Background: an optimization exercise with open tools, aiming at small area, a short achievable clock period and few clock cycles per item. Do not read the settings as production practice.
Where RTL was checked, it was by simulation tests only, not by an equivalence proof against the original.
Power and IR drop assume default switching activity. The clock port is modelled as an ideal driver; clocking choices that lean on that would not hold on a real chip.

== xenon ==
// mxq_block
module mxq_block (
    input  wire         clk,
    input  wire         rst,         
    input  wire         in_valid,
    output wire         in_ready,
    input  wire [31:0]  in_data,     
    input  wire [2:0]   in_fmt,      
    input  wire         in_rmode,    
    output wire         out_valid,
    input  wire         out_ready,
    output wire [7:0]   out_scale,
    output wire [255:0] out_elems,
    output wire [5:0]   out_flush,
    output wire         out_nan
);
Size: about 2200 cells after synthesis, ~960 flip-flops, about 310 I/O pins, roughly 0.031 sq mm of cells after synthesis.
==> flow/config.mk <==
export PLATFORM = sky130hd
export DESIGN_NAME = mxq_block
export DESIGN_NICKNAME = mxq_block
export VERILOG_FILES = /design/flow/design.v
export SDC_FILE = /design/flow/constraint.sdc
export NUM_CORES = 4
export LEC_CHECK = 0
export CAP_MARGIN = 20
export CORE_MARGIN = 2
export CORE_UTILIZATION = 40
export SLEW_MARGIN = 20
==> flow/constraint.sdc <==
create_clock -name core_clock -period 14.0 [get_ports {clk}]
set_input_delay 2.8000 -clock core_clock [delete_from_list [all_inputs] [get_ports {clk}]]
set_output_delay 2.8000 -clock core_clock [all_outputs]
set_load 0.01 [all_outputs]
standard.sh (not shown) runs the stock make flow with config.mk's settings and CLKGATE_MAP_FILE= SYNTH_SCRIPT=/design/flow/synth_recipe.tcl, a recipe that flattens the netlist after the stock synthesis.
==> flow/flow/run.sh <==
#!/bin/bash
# Layout flow: the standard layout (standard synthesis, floorplan,
# placement, CTS, routing) with two changes:
#  * the input and output ports are buffered with sky130_fd_sc_hd__buf_2
#    instead of the delay buffer that buffer_ports picks by default (every
#    port still gets its own buffer);
#  * timing repair aims for more setup slack than the default, so that it
#    works on the paths that set the achieved period. The clock period and
#    the I/O constraints are the design's, unchanged;
#  * clock tree: larger sink clusters and no dummy loads.
set -euo pipefail
export BUFFER_PORTS_ARGS="-buffer_cell sky130_fd_sc_hd__buf_2"
export SETUP_SLACK_MARGIN=9.7
export CTS_ARGS="-sink_clustering_enable -repair_clock_nets -sink_clustering_size 30 -sink_clustering_max_diameter 120 -dont_use_dummy_load"
bash standard.sh "BUFFER_PORTS_ARGS=$BUFFER_PORTS_ARGS" "SETUP_SLACK_MARGIN=$SETUP_SLACK_MARGIN" "CTS_ARGS=$CTS_ARGS" finish > standard_flow.log 2>&1
test -f out/final.def
xenon went all the way through synthesis, placement and routing and the layout is clean on timing, DRC and antenna.
Testbench counts of xenon, summed over its fixed seeds: cycles 16,664, items 512.
Setup changes, xenon to ember
==> flow/flow/run.sh <==
#!/bin/bash
# Layout flow: the standard layout (standard synthesis, floorplan,
# placement, CTS, routing) with one change: the input and output ports are
# buffered with sky130_fd_sc_hd__buf_2 instead of the delay buffer that
# buffer_ports picks by default. Every port still gets its own buffer.
set -euo pipefail
export BUFFER_PORTS_ARGS="-buffer_cell sky130_fd_sc_hd__buf_2"
bash standard.sh "BUFFER_PORTS_ARGS=$BUFFER_PORTS_ARGS" finish > standard_flow.log 2>&1
test -f out/final.def
### Flow results
- ember vs. xenon: routed length on met3 went up; utilization went up; filler-free cell count of the finished design went up; least setup slack across all paths after layout went down.
- Comparing xenon and ember, the lower sum of routed wire segments on met1 was measured on ember.
- The higher global placement routability congestion came out of xenon.
#### Input delta (garnet over ember)
==> flow/flow/run.sh <==
#!/bin/bash
# Layout flow: the standard layout (standard synthesis, floorplan,
# placement, CTS, routing) with two changes:
#  * the input and output ports are buffered with sky130_fd_sc_hd__buf_2
#    instead of the delay buffer that buffer_ports picks by default (every
#    port still gets its own buffer);
#  * timing repair aims for more setup slack than the default, so that it
#    works on the paths that set the achieved period. The clock period and
#    the I/O constraints are the design's, unchanged.
set -euo pipefail
export BUFFER_PORTS_ARGS="-buffer_cell sky130_fd_sc_hd__buf_2"
export SETUP_SLACK_MARGIN=9.7
bash standard.sh "BUFFER_PORTS_ARGS=$BUFFER_PORTS_ARGS" "SETUP_SLACK_MARGIN=$SETUP_SLACK_MARGIN" finish > standard_flow.log 2>&1
test -f out/final.def
[summary]
- A slowest library cell on the worst path of sky130_fd_sc_hd__inv_1 is what ember shows, while sky130_fd_sc_hd__edfxtp_1 belongs to garnet.
- ember → garnet: minimum clock period dropped 0.57 ns, final hold slack rose by 0.0030 ns, met3 track demand over resource saw a decrease.
- The total detailed-routing wirelength was comparable across garnet and ember.
- ember → garnet: via count now sits lower, fraction of met2 tracks used by global routing now sits lower, leakage power now sits at about the same level, highest cell delay on the worst timing path now sits lower.

---

Setup of south:
Another version of the RTL of mxq_block (not shown whole).
Size in the first run: about 2200 cells after synthesis, ~980 flip-flops, roughly 310 I/O pins, about 0.031 mm² of cells after synthesis.
Settings: LEC_CHECK=0, CAP_MARGIN=20, CORE_MARGIN=2, CORE_UTILIZATION=40, SLEW_MARGIN=20; clock period 14.0 ns.
==> flow/flow/run.sh <==
#!/bin/bash
# Layout flow: the standard layout (standard synthesis, floorplan,
# placement, CTS, routing) with one change: the input and output ports are
# buffered with sky130_fd_sc_hd__buf_2 instead of the delay buffer that
# buffer_ports picks by default. Every port still gets its own buffer.
set -euo pipefail
export BUFFER_PORTS_ARGS="-buffer_cell sky130_fd_sc_hd__buf_2"
bash standard.sh "BUFFER_PORTS_ARGS=$BUFFER_PORTS_ARGS" finish > standard_flow.log 2>&1
test -f out/final.def
south went all the way through synthesis, placement and routing and the layout is clean on timing, DRC and antenna.
The inputs of middle differ from those of south as listed below.
==> flow/run.sh (new file) <==
#!/bin/bash
# synth_recipe.tcl (not shown) runs the flow's synth.tcl, then flattens the netlist and writes it again
# the make line also repeats each setting of config.mk as NAME=value (left out here)
make -C /OpenROAD-flow-scripts/flow DESIGN_CONFIG=/design/flow/config.mk WORK_HOME=/design/flow/orfs CLKGATE_MAP_FILE= SYNTH_SCRIPT=/design/flow/synth_recipe.tcl finish
removed: flow/flow/run.sh
removed: flow/standard.sh
==> run notes <==
middle against south: maximum single-stage delay on the critical path now larger; upper clock frequency limit now smaller.
The portion of the clock cycle consumed by the worst path in the final layout number comes out higher for middle vs south.
Compared with south, middle shows a higher cell-internal power.
Changes observed in middle relative to south: register-to-register slack went down by 0.23 ns; final-report setup violation count shows no meaningful change; core utilization shows an increase of 2.1 points.
The count of clock-net buffers in the final layout in middle sits 1 above the value recorded for south.
No run of this note included a check of the RTL's function; only the layout flow was run.

## afterwards: timing with drivers on the ports
The results above use ideal ports. As a check the final layouts listed here were re-extracted and re-timed, cells and wires unchanged. Step 1: set_driving_cell puts a clkbuf_16 on clk and a buf_2 on each other input, an assumption about the parent block. Step 2, shift: input delay + t, output delay - t, t = (earliest + latest rising clock arrival at the registers) / 2. This alone moves slack from input paths to output paths. Slacks: ideal ports / drivers / drivers and shift; pairs: ideal ports / drivers.
| run | shift t [ns] | setup slack, ns | worst setup path at the end | slew at the worst register clock pin (ns) | worst data-port slew with drivers (ns) |
|---|---|---|---|---|---|
| xenon | 0.634 | 9.873 / 9.871 / 9.275 | input to register | 0.12 / 0.12 | 0.06 |
| ember | 0.695 | 9.301 / 9.301 / 8.854 | input to register | 0.07 / 0.07 | 0.06 |
| garnet | 0.704 | 9.871 / 9.809 / 9.255 | input to register | 0.06 / 0.06 | 0.06 |
| south | 0.702 | 9.633 / 9.675 / 8.975 | input to register | 0.07 / 0.07 | 0.07 |
| middle | 0.700 | 9.192 / 9.232 / 8.531 | input to register | 0.07 / 0.07 | 0.06 |
After both steps setup and hold are still met in every run listed. The setup slack of middle, which loses most, moves by +0.040 ns with the drivers and by -0.661 ns with both steps.
